From an optimization exercise on the open Yosys and OpenROAD flow, aimed at small area, a short achievable clock period and few clock cycles; shortcuts taken in it are not production practice. Only simulation tests tie the RTL to the original design; equivalence was not proved. Power and IR drop assume default switching activity.

==> flow/design.v, too long to show whole: its modules and the start of the top module <==
// module lens_alu: 78 lines
// module lens_div: 139 lines
// module lens_mul: 1829 lines
// module lens_intu: 42 lines
module lens_intu (
    input         clk,
    input         rst,
    input         a0_mv,
    input  [3:0]  a0_port,
    input  [31:0] a0_data,
    input         a1_mv,
    input  [3:0]  a1_port,
    input  [31:0] a1_data,
    input         m_mv,
    input  [3:0]  m_port,
    input  [31:0] m_data,
    input         d_mv,
    input  [3:0]  d_port,
    input  [31:0] d_data,
    output [31:0] a0_out,
    output        a0_bwe,
    output [7:0]  a0_bidx,
    output        a0_bval,
    output [31:0] a1_out,
    output        a1_bwe,
    output [7:0]  a1_bidx,
    output        a1_bval,
    output [31:0] mlo,
    output [31:0] mhi,
    output [31:0] d_out,
    output [31:0] d_rem,
    output        d_busy,
    output        d_done,
    output        d_set16,
    output        d_set17
);
  // ...
==> flow/run.sh <==
#!/bin/bash
# synth_recipe.tcl (not shown) runs the flow's synth.tcl, then flattens the netlist and writes it again
# the make line also repeats each setting of config.mk as NAME=value (left out here)
make -C /OpenROAD-flow-scripts/flow DESIGN_CONFIG=/design/flow/config.mk WORK_HOME=/design/flow/orfs CLKGATE_MAP_FILE= SYNTH_SCRIPT=/design/flow/synth_recipe.tcl finish
==> flow/config.mk <==
export PLATFORM = sky130hd
export DESIGN_NAME = lens_intu
export DESIGN_NICKNAME = lens_intu
export VERILOG_FILES = /design/flow/design.v
export SDC_FILE = /design/flow/constraint.sdc
export NUM_CORES = 4
export LEC_CHECK = 0
export CAP_MARGIN = 20
export CORE_MARGIN = 2
export CORE_UTILIZATION = 35
export SETUP_SLACK_MARGIN = 5
export SLEW_MARGIN = 20
==> flow/constraint.sdc <==
create_clock -name core_clock -period 11.0 [get_ports {clk}]
set_input_delay 2.2000 -clock core_clock [delete_from_list [all_inputs] [get_ports {clk}]]
set_output_delay 2.2000 -clock core_clock [all_outputs]
set_load 0.01 [all_outputs]
==> out/results.tsv, run 1 <==
stage	metric	value	unit
run_status	status	finished clean	
power_and_ir_drop	Tot Pwr	13000	µW
finish	sequential share of cell area	18.4	%
clocking	htree depth	3	
clocking	TritonCTS buffer count	80	
drt	DR vias	66269	
finish	most flop-heavy register	u_mul.cs2	
grt	largest net degree at the start of global routing	83	
placed_design	hpwl dp	208000	µm
power_and_ir_drop	maximum vdd drop	295	µV
synthesis	Synth Area in Compound Gates	21.5	%
power_and_ir_drop	Leak Pwr	0.0325	µW
placed_design	dpl cell area	0.0762	mm²
worst_setup_path	FF-to-FF Start	u_div.out[31]$_SDFFE_PP0P_	
clocking	Resize count post-CTS	53	
worst_setup_path	Reg2Reg Depth	31	
drt	Met1 Wirelength	112000	µm
synthesis	yosys warns	3	
worst_setup_path	CP Depth	31	
finish	#MultiIn Comb	6437	
power_and_ir_drop	clock-net power	2760	µW
floorplanning	core footprint	0.200	mm²
floorplanning	row count	164	
clocking	Max Buffers Root-to-Sink	3	
drt	post-DR wirelength/cell	26.1	µm
synthesis	top cells by count, synth	nand2_1, inv_1, a21oi_1	
power_and_ir_drop	Reg power frac	21.0	%
timing	achievable clock frequency	168	MHz
power_and_ir_drop	seq pwr	2730	µW
worst_setup_path	WP buf/inv	9	
grt	initial antenna violation count	25	
finish	Multi-input gate area	0.0509	mm²
finish	multi-input combinational area share	63.6	%
worst_setup_path	register-to-register setup slack	5060	ps
timing	final-report max-slew violation count	0	
finish	most frequent cells in the layout	nand2_1, inv_1, a21oi_1	
placed_design	Post-Place Cells	10966	
drt	ANT nets after route	0	
Testbench counts, summed over its fixed seeds: cycles 37,904.
==> module lens_alu, before the edit <==
module lens_alu (
    input             clk,
    input             rst,
    input             mv,
    input      [3:0]  port,
    input      [31:0] data,
    output reg [31:0] out,
    output reg        bwe,
    output     [7:0]  bidx,
    output            bval
);
    reg [31:0] b;
    reg [7:0]  kd;              
    wire [31:0] a = data;
    wire        inv  = (port == 4'd4) || (port == 4'd14) || (port == 4'd15);
    wire [32:0] sum  = {1'b0, a} + {1'b0, b ^ {32{inv}}} + {32'd0, inv};
    wire        lt_u = ~sum[32];
    wire        lt_s = (a[31] ^ b[31]) ? a[31] : sum[31];
    wire [31:0] x    = a ^ b;
    wire        eq   = ~|x;
    wire [4:0]  s    = b[4:0];
    wire [4:0]  ns   = 5'd0 - s;
    wire        big  = |b[31:5];
    wire        right = (port == 4'd10) || (port == 4'd11);
    wire [4:0]  k    = right ? ns : s;
    wire [31:0] r0   = k[0] ? {a[30:0], a[31]}     : a;
    wire [31:0] r1   = k[1] ? {r0[29:0], r0[31:30]} : r0;
    wire [31:0] r2   = k[2] ? {r1[27:0], r1[31:28]} : r1;
    wire [31:0] r3   = k[3] ? {r2[23:0], r2[31:24]} : r2;
    wire [31:0] rot  = k[4] ? {r3[15:0], r3[31:16]} : r3;
    reg  [31:0] mask_l, mask_r;
    integer i;
    always @(*) begin
        for (i = 0; i < 32; i = i + 1) begin
            mask_l[i] = ~big && (i >= s);
            mask_r[i] = ~big && (i + s < 32);
        end
    end
    wire [31:0] shl = rot & mask_l;
    wire [31:0] srl = rot & mask_r;
    wire [31:0] sra = srl | (~mask_r & {32{a[31]}});
    reg [31:0] res;
    always @(*) begin
        case (port)
            4'd3:  res = sum[31:0];
            4'd4:  res = sum[31:0];
            4'd5:  res = a & b;
            4'd6:  res = a | b;
            4'd7:  res = x;
            4'd8:  res = a & ~b;
            4'd9:  res = shl;
            4'd10: res = srl;
            4'd11: res = sra;
            4'd12: res = rot;
            4'd13: res = {31'd0, eq};
            4'd14: res = {31'd0, lt_s};
            4'd15: res = {31'd0, lt_u};
            default: res = 32'd0;
        endcase
    end
    wire trig = mv && (port >= 4'd3);
    wire cmp  = mv && (port >= 4'd13);
    assign bidx = kd;
    assign bval = out[0];
    always @(posedge clk) begin
        if (rst) begin
            b   <= 32'd0;
            kd  <= 8'd0;
            out <= 32'd0;
            bwe <= 1'b0;
        end else begin
            if (mv && port == 4'd0) b  <= data;
            if (mv && port == 4'd1) kd <= data[7:0];
            if (trig) out <= res;
            bwe <= cmp && (kd != 8'd0);
        end
    end
endmodule
==> module lens_div, before the edit <==
module lens_div (
    input             clk,
    input             rst,
    input             mv,
    input      [3:0]  port,
    input      [31:0] data,
    output reg [31:0] out,
    output reg [31:0] rem,
    output            busy,
    output reg        done,
    output reg        set16,
    output reg        set17
);
    localparam PRE = 2'd0, ITER = 2'd1, FIX = 2'd2;
    reg [31:0] dvsr;            
    reg        busy_r;
    reg [1:0]  ph;
    reg [31:0] d;               
    reg [4:0]  clz_d;           
    reg [5:0]  clz_n;           
    reg [3:0]  cnt;             
    reg        neg_q;
    reg        neg_r;
    reg        ovf;
    function [5:0] clz32(input [31:0] v);
        integer j;
        begin
            clz32 = 6'd32;
            for (j = 0; j < 32; j = j + 1)
                if (v[j]) clz32 = 6'd31 - j[5:0];
        end
    endfunction
    wire trig = mv && (port == 4'd1 || port == 4'd2) && !busy_r;
    wire sgn  = (port == 4'd2);
    wire dz   = (dvsr == 32'd0);
    wire aneg = sgn && data[31];
    wire dneg = sgn && dvsr[31];
    wire [31:0] abs_a = aneg ? -data : data;
    wire [31:0] abs_d = dneg ? -dvsr : dvsr;
    wire [31:0] a_lz  = aneg ? {~data[30:0], 1'b1} : data;
    wire [6:0]  u     = {2'b0, clz_d} - {1'b0, clz_n} + 7'd1;    
    wire        qz    = u[6] || (u == 7'd0);
    wire [6:0]  m     = u + {6'd0, u[0]};                         
    wire [4:0]  sh    = 5'd0 - m[4:0];                            
    wire [31:0] n0    = sh[1] ? {out[29:0], out[31:30]} : out;
    wire [31:0] n1    = sh[2] ? {n0[27:0], n0[31:28]} : n0;
    wire [31:0] n2    = sh[3] ? {n1[23:0], n1[31:24]} : n1;
    wire [31:0] nrot  = sh[4] ? {n2[15:0], n2[31:16]} : n2;
    reg  [31:0] qmask;
    integer i;
    always @(*)
        for (i = 0; i < 32; i = i + 1) qmask[i] = (i >= sh);
    wire [32:0] t1  = {rem, out[31]} - {1'b0, d};
    wire        q1  = ~t1[32];
    wire [31:0] r1  = q1 ? t1[31:0] : {rem[30:0], out[31]};
    wire [32:0] t2  = {r1, out[30]} - {1'b0, d};
    wire        q2  = ~t2[32];
    wire [31:0] r2  = q2 ? t2[31:0] : {r1[30:0], out[30]};
    assign busy = busy_r;
    always @(posedge clk) begin
        if (rst) begin
            dvsr   <= 32'd0;
            busy_r <= 1'b0;
            out    <= 32'd0;
            rem    <= 32'd0;
            done   <= 1'b0;
            set16  <= 1'b0;
            set17  <= 1'b0;
        end else begin
            if (mv && port == 4'd0) dvsr <= data;
            done  <= 1'b0;
            set16 <= 1'b0;
            set17 <= 1'b0;
            if (!busy_r) begin
                if (trig) begin
                    rem <= data;
                    if (dz) begin
                        out   <= 32'hFFFF_FFFF;
                        done  <= 1'b1;
                        set16 <= 1'b1;
                    end else begin
                        out    <= abs_a;
                        busy_r <= 1'b1;
                    end
                end
            end else begin
                case (ph)
                    PRE: if (qz) begin
                        out    <= 32'd0;
                        done   <= 1'b1;
                        busy_r <= 1'b0;
                    end else begin
                        rem <= nrot & ~qmask;
                        out <= nrot & qmask;
                    end
                    ITER: begin
                        rem <= r2;
                        out <= {out[29:0], q1, q2};
                        if (cnt == 4'd0 && !(neg_q || neg_r)) begin
                            done   <= 1'b1;
                            set17  <= ovf;
                            busy_r <= 1'b0;
                        end
                    end
                    default: begin
                        if (neg_q) out <= -out;
                        if (neg_r) rem <= -rem;
                        done   <= 1'b1;
                        set17  <= ovf;
                        busy_r <= 1'b0;
                    end
                endcase
            end
        end
    end
    always @(posedge clk) begin
        if (!busy_r) begin
            ph    <= PRE;
            d     <= abs_d;
            clz_d <= clz32(abs_d);
            clz_n <= clz32(a_lz);
            neg_q <= sgn && (data[31] ^ dvsr[31]);
            neg_r <= aneg;
            ovf   <= sgn && (data == 32'h8000_0000) && (dvsr == 32'hFFFF_FFFF);
        end else begin
            case (ph)
                PRE: begin
                    ph  <= ITER;
                    cnt <= m[4:1] - 4'd1;
                end
                ITER: begin
                    cnt <= cnt - 4'd1;
                    if (cnt == 4'd0) ph <= FIX;
                end
                default: ;
            endcase
        end
    end
endmodule
==> run 2, diff against run 1 <==
--- a/flow/design.v
+++ b/flow/design.v
@@ -7,77 +7,74 @@
     output reg [31:0] out,
     output reg        bwe,
     output     [7:0]  bidx,
     output            bval
 );
     reg [31:0] b;
     reg [7:0]  kd;              
     wire [31:0] a = data;
-    wire        inv  = (port == 4'd4) || (port == 4'd14) || (port == 4'd15);
-    wire [32:0] sum  = {1'b0, a} + {1'b0, b ^ {32{inv}}} + {32'd0, inv};
-    wire        lt_u = ~sum[32];
-    wire        lt_s = (a[31] ^ b[31]) ? a[31] : sum[31];
-    wire [31:0] x    = a ^ b;
-    wire        eq   = ~|x;
+    wire [31:0] add  = a + b;
+    wire [32:0] sub  = {1'b0, a} + {1'b0, ~b} + 33'd1;
+    wire        lt_u = ~sub[32];
+    wire        lt_s = lt_u ^ a[31] ^ b[31];
+    wire        eq   = (a == b);
     wire [4:0]  s    = b[4:0];
     wire [4:0]  ns   = 5'd0 - s;
     wire        big  = |b[31:5];
-    wire        right = (port == 4'd10) || (port == 4'd11);
-    wire [4:0]  k    = right ? ns : s;
-    wire [31:0] r0   = k[0] ? {a[30:0], a[31]}     : a;
-    wire [31:0] r1   = k[1] ? {r0[29:0], r0[31:30]} : r0;
-    wire [31:0] r2   = k[2] ? {r1[27:0], r1[31:28]} : r1;
-    wire [31:0] r3   = k[3] ? {r2[23:0], r2[31:24]} : r2;
-    wire [31:0] rot  = k[4] ? {r3[15:0], r3[31:16]} : r3;
+    wire [63:0] l2   = {a, a} << s;
+    wire [63:0] r2   = {a, a} << ns;
+    wire [31:0] rl   = l2[63:32];
+    wire [31:0] rr   = r2[63:32];
     reg  [31:0] mask_l, mask_r;
     integer i;
     always @(*) begin
         for (i = 0; i < 32; i = i + 1) begin
             mask_l[i] = ~big && (i >= s);
             mask_r[i] = ~big && (i + s < 32);
         end
     end
-    wire [31:0] shl = rot & mask_l;
-    wire [31:0] srl = rot & mask_r;
-    wire [31:0] sra = srl | (~mask_r & {32{a[31]}});
-    reg [31:0] res;
-    always @(*) begin
-        case (port)
-            4'd3:  res = sum[31:0];
-            4'd4:  res = sum[31:0];
-            4'd5:  res = a & b;
-            4'd6:  res = a | b;
-            4'd7:  res = x;
-            4'd8:  res = a & ~b;
-            4'd9:  res = shl;
-            4'd10: res = srl;
-            4'd11: res = sra;
-            4'd12: res = rot;
-            4'd13: res = {31'd0, eq};
-            4'd14: res = {31'd0, lt_s};
-            4'd15: res = {31'd0, lt_u};
-            default: res = 32'd0;
-        endcase
-    end
-    wire trig = mv && (port >= 4'd3);
-    wire cmp  = mv && (port >= 4'd13);
+    wire        go   = mv && !rst;
+    wire        e3   = go && port == 4'd3;
+    wire        e4   = go && port == 4'd4;
+    wire        e5   = go && port == 4'd5;
+    wire        e6   = go && port == 4'd6;
+    wire        e7   = go && port == 4'd7;
+    wire        e8   = go && port == 4'd8;
+    wire        e9   = go && port == 4'd9;
+    wire        e10  = go && port == 4'd10;
+    wire        e11  = go && port == 4'd11;
+    wire        e12  = go && port == 4'd12;
+    wire        e13  = go && port == 4'd13;
+    wire        e14  = go && port == 4'd14;
+    wire        e15  = go && port == 4'd15;
+    wire        hold = !rst && !(mv && port >= 4'd3);
+    wire [31:0] nxt = ({32{hold}} & out)
+                    | ({32{e3}} & add)
+                    | ({32{e4}} & sub[31:0])
+                    | ({32{e5}} & (a & b))
+                    | ({32{e6}} & (a | b))
+                    | ({32{e7}} & (a ^ b))
+                    | ({32{e8}} & (a & ~b))
+                    | ({32{e9}} & mask_l & rl)
+                    | ({32{e12}} & rl)
+                    | ({32{e10 | e11}} & mask_r & rr)
+                    | ({32{e11 & a[31]}} & ~mask_r)
+                    | {31'd0, (e13 & eq) | (e14 & lt_s) | (e15 & lt_u)};
     assign bidx = kd;
     assign bval = out[0];
     always @(posedge clk) begin
+        out <= nxt;
+        bwe <= go && (port >= 4'd13) && (kd != 8'd0);
         if (rst) begin
-            b   <= 32'd0;
-            kd  <= 8'd0;
-            out <= 32'd0;
-            bwe <= 1'b0;
+            b  <= 32'd0;
+            kd <= 8'd0;
         end else begin
             if (mv && port == 4'd0) b  <= data;
             if (mv && port == 4'd1) kd <= data[7:0];
-            if (trig) out <= res;
-            bwe <= cmp && (kd != 8'd0);
         end
     end
 endmodule
 module lens_div (
     input             clk,
     input             rst,
     input             mv,
     input      [3:0]  port,
@@ -89,16 +86,17 @@
     output reg        set16,
     output reg        set17
 );
     localparam PRE = 2'd0, ITER = 2'd1, FIX = 2'd2;
     reg [31:0] dvsr;            
     reg        busy_r;
     reg [1:0]  ph;
     reg [31:0] d;               
+    reg [33:0] d3;              
     reg [4:0]  clz_d;           
     reg [5:0]  clz_n;           
     reg [3:0]  cnt;             
     reg        neg_q;
     reg        neg_r;
     reg        ovf;
     function [5:0] clz32(input [31:0] v);
         integer j;
@@ -123,22 +121,25 @@
     wire [31:0] n0    = sh[1] ? {out[29:0], out[31:30]} : out;
     wire [31:0] n1    = sh[2] ? {n0[27:0], n0[31:28]} : n0;
     wire [31:0] n2    = sh[3] ? {n1[23:0], n1[31:24]} : n1;
     wire [31:0] nrot  = sh[4] ? {n2[15:0], n2[31:16]} : n2;
     reg  [31:0] qmask;
     integer i;
     always @(*)
         for (i = 0; i < 32; i = i + 1) qmask[i] = (i >= sh);
-    wire [32:0] t1  = {rem, out[31]} - {1'b0, d};
-    wire        q1  = ~t1[32];
-    wire [31:0] r1  = q1 ? t1[31:0] : {rem[30:0], out[31]};
-    wire [32:0] t2  = {r1, out[30]} - {1'b0, d};
-    wire        q2  = ~t2[32];
-    wire [31:0] r2  = q2 ? t2[31:0] : {r1[30:0], out[30]};
+    wire [33:0] x   = {rem, out[31:30]};
+    wire [34:0] t1  = {1'b0, x} - {3'b0, d};
+    wire [34:0] t2  = {1'b0, x} - {2'b0, d, 1'b0};
+    wire [34:0] t3  = {1'b0, x} - {1'b0, d3};
+    wire        q3  = ~t3[34];
+    wire        q2  = ~t2[34];
+    wire        q1  = ~t1[34];
+    wire [31:0] rn  = q3 ? t3[31:0] : q2 ? t2[31:0] : q1 ? t1[31:0] : x[31:0];
+    wire [1:0]  qd  = {q2, q3 | (q1 & ~q2)};
     assign busy = busy_r;
     always @(posedge clk) begin
         if (rst) begin
             dvsr   <= 32'd0;
             busy_r <= 1'b0;
             out    <= 32'd0;
             rem    <= 32'd0;
             done   <= 1'b0;
@@ -167,18 +168,18 @@
                         out    <= 32'd0;
                         done   <= 1'b1;
                         busy_r <= 1'b0;
                     end else begin
                         rem <= nrot & ~qmask;
                         out <= nrot & qmask;
                     end
                     ITER: begin
-                        rem <= r2;
-                        out <= {out[29:0], q1, q2};
+                        rem <= rn;
+                        out <= {out[29:0], qd};
                         if (cnt == 4'd0 && !(neg_q || neg_r)) begin
                             done   <= 1'b1;
                             set17  <= ovf;
                             busy_r <= 1'b0;
                         end
                     end
                     default: begin
                         if (neg_q) out <= -out;
@@ -187,16 +188,17 @@
                         set17  <= ovf;
                         busy_r <= 1'b0;
                     end
                 endcase
             end
         end
     end
     always @(posedge clk) begin
+        d3 <= {2'b0, d} + {1'b0, d, 1'b0};    
         if (!busy_r) begin
             ph    <= PRE;
             d     <= abs_d;
             clz_d <= clz32(abs_d);
             clz_n <= clz32(a_lz);
             neg_q <= sgn && (data[31] ^ dvsr[31]);
             neg_r <= aneg;
             ovf   <= sgn && (data == 32'h8000_0000) && (dvsr == 32'hFFFF_FFFF);
@@ -1902,151 +1904,147 @@
             v2 <= v1;
             if (v2) begin
                 mlo <= prod[31:0];
                 mhi <= prod[63:32];
             end
         end
     end
     always @(posedge clk) begin
-        if (trig) begin
-            x1   <= {a_sg & data[31], data};
-            one1 <= one0;
-            two1 <= two0;
-            neg1 <= neg0;
-        end
-        if (v1) begin
-            cs2[0] <= pp1;
-            cs2[1] <= pp2;
-            cs2[2] <= pp3;
-            cs2[3] <= s1521;
-            cs2[4] <= pp4;
-            cs2[5] <= c1522;
-            cs2[6] <= s1523;
-            cs2[7] <= c1524;
-            cs2[8] <= s1525;
-            cs2[9] <= c1526;
-            cs2[10] <= s1527;
-            cs2[11] <= c1528;
-            cs2[12] <= s1529;
-            cs2[13] <= c1530;
-            cs2[14] <= s1531;
-            cs2[15] <= c1532;
-            cs2[16] <= s1533;
-            cs2[17] <= c1534;
-            cs2[18] <= s1535;
-            cs2[19] <= c1536;
-            cs2[20] <= s1537;
-            cs2[21] <= c1538;
-            cs2[22] <= s1539;
-            cs2[23] <= c1540;
-            cs2[24] <= s1541;
-            cs2[25] <= c1542;
-            cs2[26] <= s1543;
-            cs2[27] <= c1544;
-            cs2[28] <= s1545;
-            cs2[29] <= c1546;
-            cs2[30] <= s1547;
-            cs2[31] <= c1548;
-            cs2[32] <= s1549;
-            cs2[33] <= c1550;
-            cs2[34] <= s1551;
-            cs2[35] <= c1552;
-            cs2[36] <= s1553;
-            cs2[37] <= c1554;
-            cs2[38] <= s1555;
-            cs2[39] <= c1556;
-            cs2[40] <= s1557;
-            cs2[41] <= c1558;
-            cs2[42] <= s1559;
-            cs2[43] <= c1560;
-            cs2[44] <= s1561;
-            cs2[45] <= c1562;
-            cs2[46] <= s1563;
-            cs2[47] <= c1564;
-            cs2[48] <= s1565;
-            cs2[49] <= c1566;
-            cs2[50] <= s1567;
-            cs2[51] <= c1568;
-            cs2[52] <= s1569;
-            cs2[53] <= c1570;
-            cs2[54] <= s1571;
-            cs2[55] <= c1572;
-            cs2[56] <= s1573;
-            cs2[57] <= c1574;
-            cs2[58] <= s1575;
-            cs2[59] <= c1576;
-            cs2[60] <= s1577;
-            cs2[61] <= c1578;
-            cs2[62] <= s1579;
-            cs2[63] <= c1580;
-            cs2[64] <= s1581;
-            cs2[65] <= c1582;
-            cs2[66] <= s1583;
-            cs2[67] <= c1584;
-            cs2[68] <= s1585;
-            cs2[69] <= c1586;
-            cs2[70] <= s1587;
-            cs2[71] <= c1588;
-            cs2[72] <= s1589;
-            cs2[73] <= c1590;
-            cs2[74] <= s1591;
-            cs2[75] <= c1592;
-            cs2[76] <= s1593;
-            cs2[77] <= c1594;
-            cs2[78] <= s1595;
-            cs2[79] <= c1596;
-            cs2[80] <= s1597;
-            cs2[81] <= c1598;
-            cs2[82] <= s1599;
-            cs2[83] <= c1600;
-            cs2[84] <= s1601;
-            cs2[85] <= c1602;
-            cs2[86] <= s1603;
-            cs2[87] <= c1604;
-            cs2[88] <= s1605;
-            cs2[89] <= c1606;
-            cs2[90] <= s1607;
-            cs2[91] <= c1608;
-            cs2[92] <= s1609;
-            cs2[93] <= c1610;
-            cs2[94] <= s1611;
-            cs2[95] <= c1612;
-            cs2[96] <= s1613;
-            cs2[97] <= c1614;
-            cs2[98] <= s1615;
-            cs2[99] <= c1616;
-            cs2[100] <= s1617;
-            cs2[101] <= c1618;
-            cs2[102] <= s1619;
-            cs2[103] <= c1620;
-            cs2[104] <= s1621;
-            cs2[105] <= c1622;
-            cs2[106] <= s1623;
-            cs2[107] <= c1624;
-            cs2[108] <= s1625;
-            cs2[109] <= c1626;
-            cs2[110] <= s1627;
-            cs2[111] <= c1628;
-            cs2[112] <= s1629;
-            cs2[113] <= c1630;
-            cs2[114] <= s1631;
-            cs2[115] <= c1632;
-            cs2[116] <= s1633;
-            cs2[117] <= c1634;
-            cs2[118] <= s1635;
-            cs2[119] <= c1636;
-            cs2[120] <= s1637;
-            cs2[121] <= c1638;
-            cs2[122] <= s1639;
-            cs2[123] <= c1640;
-            cs2[124] <= s1641;
-            cs2[125] <= c1642;
-            cs2[126] <= s1643;
-        end
+        x1   <= {a_sg & data[31], data};
+        one1 <= one0;
+        two1 <= two0;
+        neg1 <= neg0;
+        cs2[0] <= pp1;
+        cs2[1] <= pp2;
+        cs2[2] <= pp3;
+        cs2[3] <= s1521;
+        cs2[4] <= pp4;
+        cs2[5] <= c1522;
+        cs2[6] <= s1523;
+        cs2[7] <= c1524;
+        cs2[8] <= s1525;
+        cs2[9] <= c1526;
+        cs2[10] <= s1527;
+        cs2[11] <= c1528;
+        cs2[12] <= s1529;
+        cs2[13] <= c1530;
+        cs2[14] <= s1531;
+        cs2[15] <= c1532;
+        cs2[16] <= s1533;
+        cs2[17] <= c1534;
+        cs2[18] <= s1535;
+        cs2[19] <= c1536;
+        cs2[20] <= s1537;
+        cs2[21] <= c1538;
+        cs2[22] <= s1539;
+        cs2[23] <= c1540;
+        cs2[24] <= s1541;
+        cs2[25] <= c1542;
+        cs2[26] <= s1543;
+        cs2[27] <= c1544;
+        cs2[28] <= s1545;
+        cs2[29] <= c1546;
+        cs2[30] <= s1547;
+        cs2[31] <= c1548;
+        cs2[32] <= s1549;
+        cs2[33] <= c1550;
+        cs2[34] <= s1551;
+        cs2[35] <= c1552;
+        cs2[36] <= s1553;
+        cs2[37] <= c1554;
+        cs2[38] <= s1555;
+        cs2[39] <= c1556;
+        cs2[40] <= s1557;
+        cs2[41] <= c1558;
+        cs2[42] <= s1559;
+        cs2[43] <= c1560;
+        cs2[44] <= s1561;
+        cs2[45] <= c1562;
+        cs2[46] <= s1563;
+        cs2[47] <= c1564;
+        cs2[48] <= s1565;
+        cs2[49] <= c1566;
+        cs2[50] <= s1567;
+        cs2[51] <= c1568;
+        cs2[52] <= s1569;
+        cs2[53] <= c1570;
+        cs2[54] <= s1571;
+        cs2[55] <= c1572;
+        cs2[56] <= s1573;
+        cs2[57] <= c1574;
+        cs2[58] <= s1575;
+        cs2[59] <= c1576;
+        cs2[60] <= s1577;
+        cs2[61] <= c1578;
+        cs2[62] <= s1579;
+        cs2[63] <= c1580;
+        cs2[64] <= s1581;
+        cs2[65] <= c1582;
+        cs2[66] <= s1583;
+        cs2[67] <= c1584;
+        cs2[68] <= s1585;
+        cs2[69] <= c1586;
+        cs2[70] <= s1587;
+        cs2[71] <= c1588;
+        cs2[72] <= s1589;
+        cs2[73] <= c1590;
+        cs2[74] <= s1591;
+        cs2[75] <= c1592;
+        cs2[76] <= s1593;
+        cs2[77] <= c1594;
+        cs2[78] <= s1595;
+        cs2[79] <= c1596;
+        cs2[80] <= s1597;
+        cs2[81] <= c1598;
+        cs2[82] <= s1599;
+        cs2[83] <= c1600;
+        cs2[84] <= s1601;
+        cs2[85] <= c1602;
+        cs2[86] <= s1603;
+        cs2[87] <= c1604;
+        cs2[88] <= s1605;
+        cs2[89] <= c1606;
+        cs2[90] <= s1607;
+        cs2[91] <= c1608;
+        cs2[92] <= s1609;
+        cs2[93] <= c1610;
+        cs2[94] <= s1611;
+        cs2[95] <= c1612;
+        cs2[96] <= s1613;
+        cs2[97] <= c1614;
+        cs2[98] <= s1615;
+        cs2[99] <= c1616;
+        cs2[100] <= s1617;
+        cs2[101] <= c1618;
+        cs2[102] <= s1619;
+        cs2[103] <= c1620;
+        cs2[104] <= s1621;
+        cs2[105] <= c1622;
+        cs2[106] <= s1623;
+        cs2[107] <= c1624;
+        cs2[108] <= s1625;
+        cs2[109] <= c1626;
+        cs2[110] <= s1627;
+        cs2[111] <= c1628;
+        cs2[112] <= s1629;
+        cs2[113] <= c1630;
+        cs2[114] <= s1631;
+        cs2[115] <= c1632;
+        cs2[116] <= s1633;
+        cs2[117] <= c1634;
+        cs2[118] <= s1635;
+        cs2[119] <= c1636;
+        cs2[120] <= s1637;
+        cs2[121] <= c1638;
+        cs2[122] <= s1639;
+        cs2[123] <= c1640;
+        cs2[124] <= s1641;
+        cs2[125] <= c1642;
+        cs2[126] <= s1643;
     end
 endmodule
 module lens_intu (
     input         clk,
     input         rst,
     input         a0_mv,
     input  [3:0]  a0_port,
     input  [31:0] a0_data,
==> flow/flow/run.sh (new file) <==
#!/bin/bash
set -euo pipefail
M=${MARGIN:-6.5}
sed -e "s/SETUP_SLACK_MARGIN=[0-9.]*/SETUP_SLACK_MARGIN=$M/" standard.sh > standard_margin.sh
grep -q "SETUP_SLACK_MARGIN=$M" standard_margin.sh
bash standard_margin.sh > standard.log 2>&1
==> flow/standard.sh (new file) <==
#!/bin/bash
# synth_recipe.tcl (not shown) runs the flow's synth.tcl, then flattens the netlist and writes it again
# the make line also repeats each setting of config.mk as NAME=value (left out here)
make -C /OpenROAD-flow-scripts/flow DESIGN_CONFIG=/design/flow/config.mk WORK_HOME=/design/flow/orfs CLKGATE_MAP_FILE= SYNTH_SCRIPT=/design/flow/synth_recipe.tcl "${@:-finish}"
==> flow/config.mk (replaced) <==
export PLATFORM = sky130hd
export DESIGN_NAME = lens_intu
export DESIGN_NICKNAME = lens_intu
export VERILOG_FILES = /design/flow/design.v
export SDC_FILE = /design/flow/constraint.sdc
export NUM_CORES = 4
export LEC_CHECK = 0
export CAP_MARGIN = 20
export CORE_MARGIN = 2
export CORE_UTILIZATION = 50
export SETUP_SLACK_MARGIN = 5
export SLEW_MARGIN = 20
removed: flow/run.sh
==> out/results.tsv, run 2 <==
stage	metric	value	unit	change
timing	Rel. slew slack	22.0	%	
drt	vias per inst	6.74		
finish	# fillers	13924		
finish	share of cells above drive strength 1	14.1	%	
worst_setup_path	type of the worst setup path	in -> reg		
clocking	CTS Hold Buffers Added	0		
worst_setup_path	CP Capture Type	flop		
finish	Top Registers	u_mul.cs2 (127), u_div.d3 (34), u_mul.x1 (33)		
worst_setup_path	FF-to-FF End	u_mul.cs2[68]$_DFF_P_		
worst_setup_path	slowest CP cell	a221o_2		
timing	final-report max-slew violation count	0		unchanged
finish	number of flip-flops in the largest register	127		
timing	Worst-Margin Slew	1160	ps	
synthesis	Seq/Total Area, Yosys	17.2	%	
power_and_ir_drop	Tot Pwr	11700	µW	-9.9%
drt	DRC	0		
clocking	htree depth	3		unchanged
grt	global-route wire length before repair	502000	µm	
synthesis	Syn Nets	10757		
clocking	TritonCTS buffer count	81		+1.3%
synthesis	FFs w/ async S/R, synth	0	%	
floorplanning	core footprint	0.154	mm²	-23%
worst_hold_path	min-delay worst type	reg -> reg		
job	Max-Cap Viols	0		
timing	unrepaired setup endpoints after global routing	true		
timing	Setup TNS	0	ps	
placed_design	post-place setup slack	4210	ps	
worst_setup_path	Worst Path Required	11540	ps	
worst_setup_path	critical path data arrival time	5380	ps	
synthesis	Mapped Area	0.0775	mm²	
floorplanning	row count	144		-12%
timing	Period minus WS final	4840	ps	
synthesis	post-synth cell types	97		
synthesis	yosys warns	3		unchanged
grt	number of global-route vias before repair	74821		
timing	Tcrit/Tclk final	44.0	%	
worst_setup_path	Largest delay share family, worst path	compound AO/OA/AOI/OAI gates		
worst_hold_path	Hold Path End	u_mul.one1[0]$_DFF_P_		
clocking	clock sinks	639		
placed_design	I/O Buffers	365		
worst_setup_path	CP Launch Type	input port		
drt	Initial DRC Count	11160		
clocking	Clock Latency Late Sink	710	ps	
timing	fin worst setup slack	6160	ps	
floorplanning	Die Y	398	µm	
synthesis	Synth area leader	dfxtp_1		
drt	DR vias	80069		+21%
worst_hold_path	worst hold stages	0		
finish	most frequent cells in the layout	nand2_1, inv_1, a21oi_1		
power_and_ir_drop	power per cell area	128	mW/mm²	
grt	initial antenna violation count	21		-16%
worst_setup_path	crit-path max FO	3		
worst_setup_path	Reg2Reg Depth	13		-58%
floorplanning	full die area	0.158	mm²	
grt	Total GRT Usage	41.9	%	
synthesis	Mean Syn Cell Area	8.03	µm²	
synthesis	Post-Synthesis Cells	9655		
worst_setup_path	FF-to-FF Start	u_mul.x1[16]$_DFF_P_		
placed_design	GPL Wtd Cong	1.06		
synthesis	Synth Register Bits	639		
timing	achievable clock frequency	207	MHz	+23%
grt	largest net degree at the start of global routing	68		-18%
drt	DRT Pass-1 Iters	9		
worst_setup_path	WP buf/inv	3		-6
finish	Layout Nets	10856		
floorplanning	Initial Util	50.3	%	
worst_setup_path	CP Depth	16		-48%
floorplanning	DIE WIDTH	398	µm	
worst_hold_path	hold path start	u_mul.b[0]$_SDFFE_PP0P_		
timing	final setup vio count	0		
clocking	clk slew on worst S/H paths	60	ps	
timing	Worst Skew	42.2	ps	
synthesis	EDFF count, synth	50		
synthesis	leading post-synthesis cells by cell area	dfxtp_1, fa_1, ha_1		
floorplanning	Top Ports	366		
worst_setup_path	CP most frequent cell	buf_6		
timing	final hold viol count	0		
synthesis	area share of the largest cell type after synthesis	15.2	%	
placed_design	hpwl dp	240000	µm	+16%
clocking	CTS Root Cell	clkbuf_16		
worst_setup_path	Cell Chain, Critical Path	buf_6 -> buf_6 -> ha_4 -> fa_2 -> a21o_1 -> nand2_1 -> o21bai_2 -> a221o_2 -> o21a_4 -> a221o_1 -> buf_4 -> a21oi_1 -> o21bai_1 -> mux2i_1 -> a2111oi_2 -> o211ai_1		
synthesis	top-count cell post-synth	nand2_1		
drt	ANT nets after route	0		unchanged
worst_setup_path	register-to-register setup slack	6480	ps	+1420 ps
clocking	CTS tree	done		
power_and_ir_drop	maximum vdd drop	227	µV	-23%
synthesis	prevailing post-synth register cell	dfxtp_1		
drt	final WL	357000	µm	
finish	commonest non-fill, non-tap cell in the layout	nand2_1		
synthesis	top cells by count, synth	nand2_1, inv_1, a21oi_1		
clocking	Max Buffers Root-to-Sink	3		unchanged
finish	most flop-heavy register	u_mul.cs2		
finish	P&R area growth vs syn	18.2	%	
run_status	status	finished clean		
power_and_ir_drop	Leak Pwr	0.0366	µW	+13%
drt	post-DR wirelength/cell	30.0	µm	+15%
worst_setup_path	crit-path max cell delay	420	ps	
grt	total grt overflow	0		
## run 2: kinds of logic after synthesis
logic type	count (synthesis)	synth area share, %
and+or+nand+nor	2434	14.1
adders and majority gates	952	19.9
DFF	639	17.2
muxes	446	8.29
buffers and inverters	1627	7.96
xor gates and xnor gates	835	9.44
AOI/OAI and AO/OA	2722	23.2
## run 2: repair_timing
item / in CTS / in global routing
setup endpoints to repair: 173 / 137
resized for setup: 630 / 453
setup buffers: 81 / 115
cloned: 5 / 41
pin swaps: 99 / 120
## run 2: how the worst max path moves through the flow
stage,from,end,slack [ps]
detailed placement,a0_data[1],u_alu0.out[27]$_DFF_P_,4210
floorplan,d_data[14],u_div.out[30]$_SDFFE_PP0P_,5700
global placement,a0_data[1],u_alu0.out[27]$_DFF_P_,4180
global route,d_data[13],u_div.out[30]$_SDFFE_PP0P_,6120
CTS,a1_data[0],u_alu1.out[28]$_DFF_P_,6200
finish,a1_data[0],u_alu1.out[24]$_DFF_P_,6160
## run 2: final cells by class
cell class                 instances  area, µm²  area share [%]
inverter                         831       3220            3.52
timing repair inverter             3       15.0          0.0164
antenna                           10       25.0          0.0273
timing repair buffer             809       8860            9.68
tap                             2044       2560            2.79
sequential                       639      13400            14.7
clock inverter                    42        553           0.604
clock buffer                     107       2300            2.51
multi-input combinational       7389      60600            66.2
## run 2: power breakdown
| group | internal [µW] | leakage [µW] | switching [µW] |
|---|---|---|---|
| sequential | 2560 | 0.00544 | 207 |
| clock | 1700 | 0.00139 | 1220 |
| combinational | 2240 | 0.0298 | 3800 |
## run 2: through the flow
step                area (µm²)  std cells  hold slack, ps  util [%]
floorplan                78200       9655             329         -
global placement         83000      11473             360      53.9
global route             91600      11867             383      59.4
CTS                      88200      11708             372      57.3
detailed placement       83000      11473             364      53.9
finish                   91600      11874             378      59.5
## run 2: layer usage
layer / up-vias / wire [µm] / GRT usage, %
met5: - / 272 / 0.212
met1: 38489 / 137000 / 56.1
met3: 1421 / 50300 / 13.2
met4: 24 / 24200 / 19.4
li1: 34186 / - / -
met2: 5949 / 145000 / 61.3
## run 2: worst register-to-register path: stages, from the launching register on
cell and delay, ps:
dfxtp_4 370, buf_4 160, buf_4 150, a22oi_2 190
xor2_1 260, fa_1 490, fa_1 510, fa_1 550
inv_1 50, fa_1 520, inv_1 70, fa_1 520
inv_1 60, fa_1 450
Testbench counts of run 2, summed over its fixed seeds: cycles 37,904.

separate check: timing with driven ports:
In the flow no input, the clock included, has a driving cell. The finished layouts below were timed again as built, in two steps.
Step 1 assumes that a clkbuf_16 drives the clock port and a buf_2 every other input.
Step 2 adds t to the input delays and takes it off the output delays; t is the mean of the earliest and latest rising clock arrival at the registers after step 1. Input paths then give back, and output paths get back, about the clock's delay inside the block.
a / b / c = no drivers / after step 1 / after step 2; a / b = the first two.
run	shift t [ns]	setup slack, ns	hold WS [ns]	worst setup path at the end	slew at the worst register clock pin (ns)
run 1	0.809	5.062 / 5.062 / 4.364	0.458 / 0.458 / 0.458	input to register	0.06 / 0.06
run 2	0.773	6.159 / 6.213 / 5.440	0.378 / 0.378 / 0.378	input to register	0.07 / 0.07
After both steps every run listed still meets setup and hold. For run 2, which loses most, drivers alone change the setup slack by +0.054 ns; drivers and shift together by -0.719 ns.
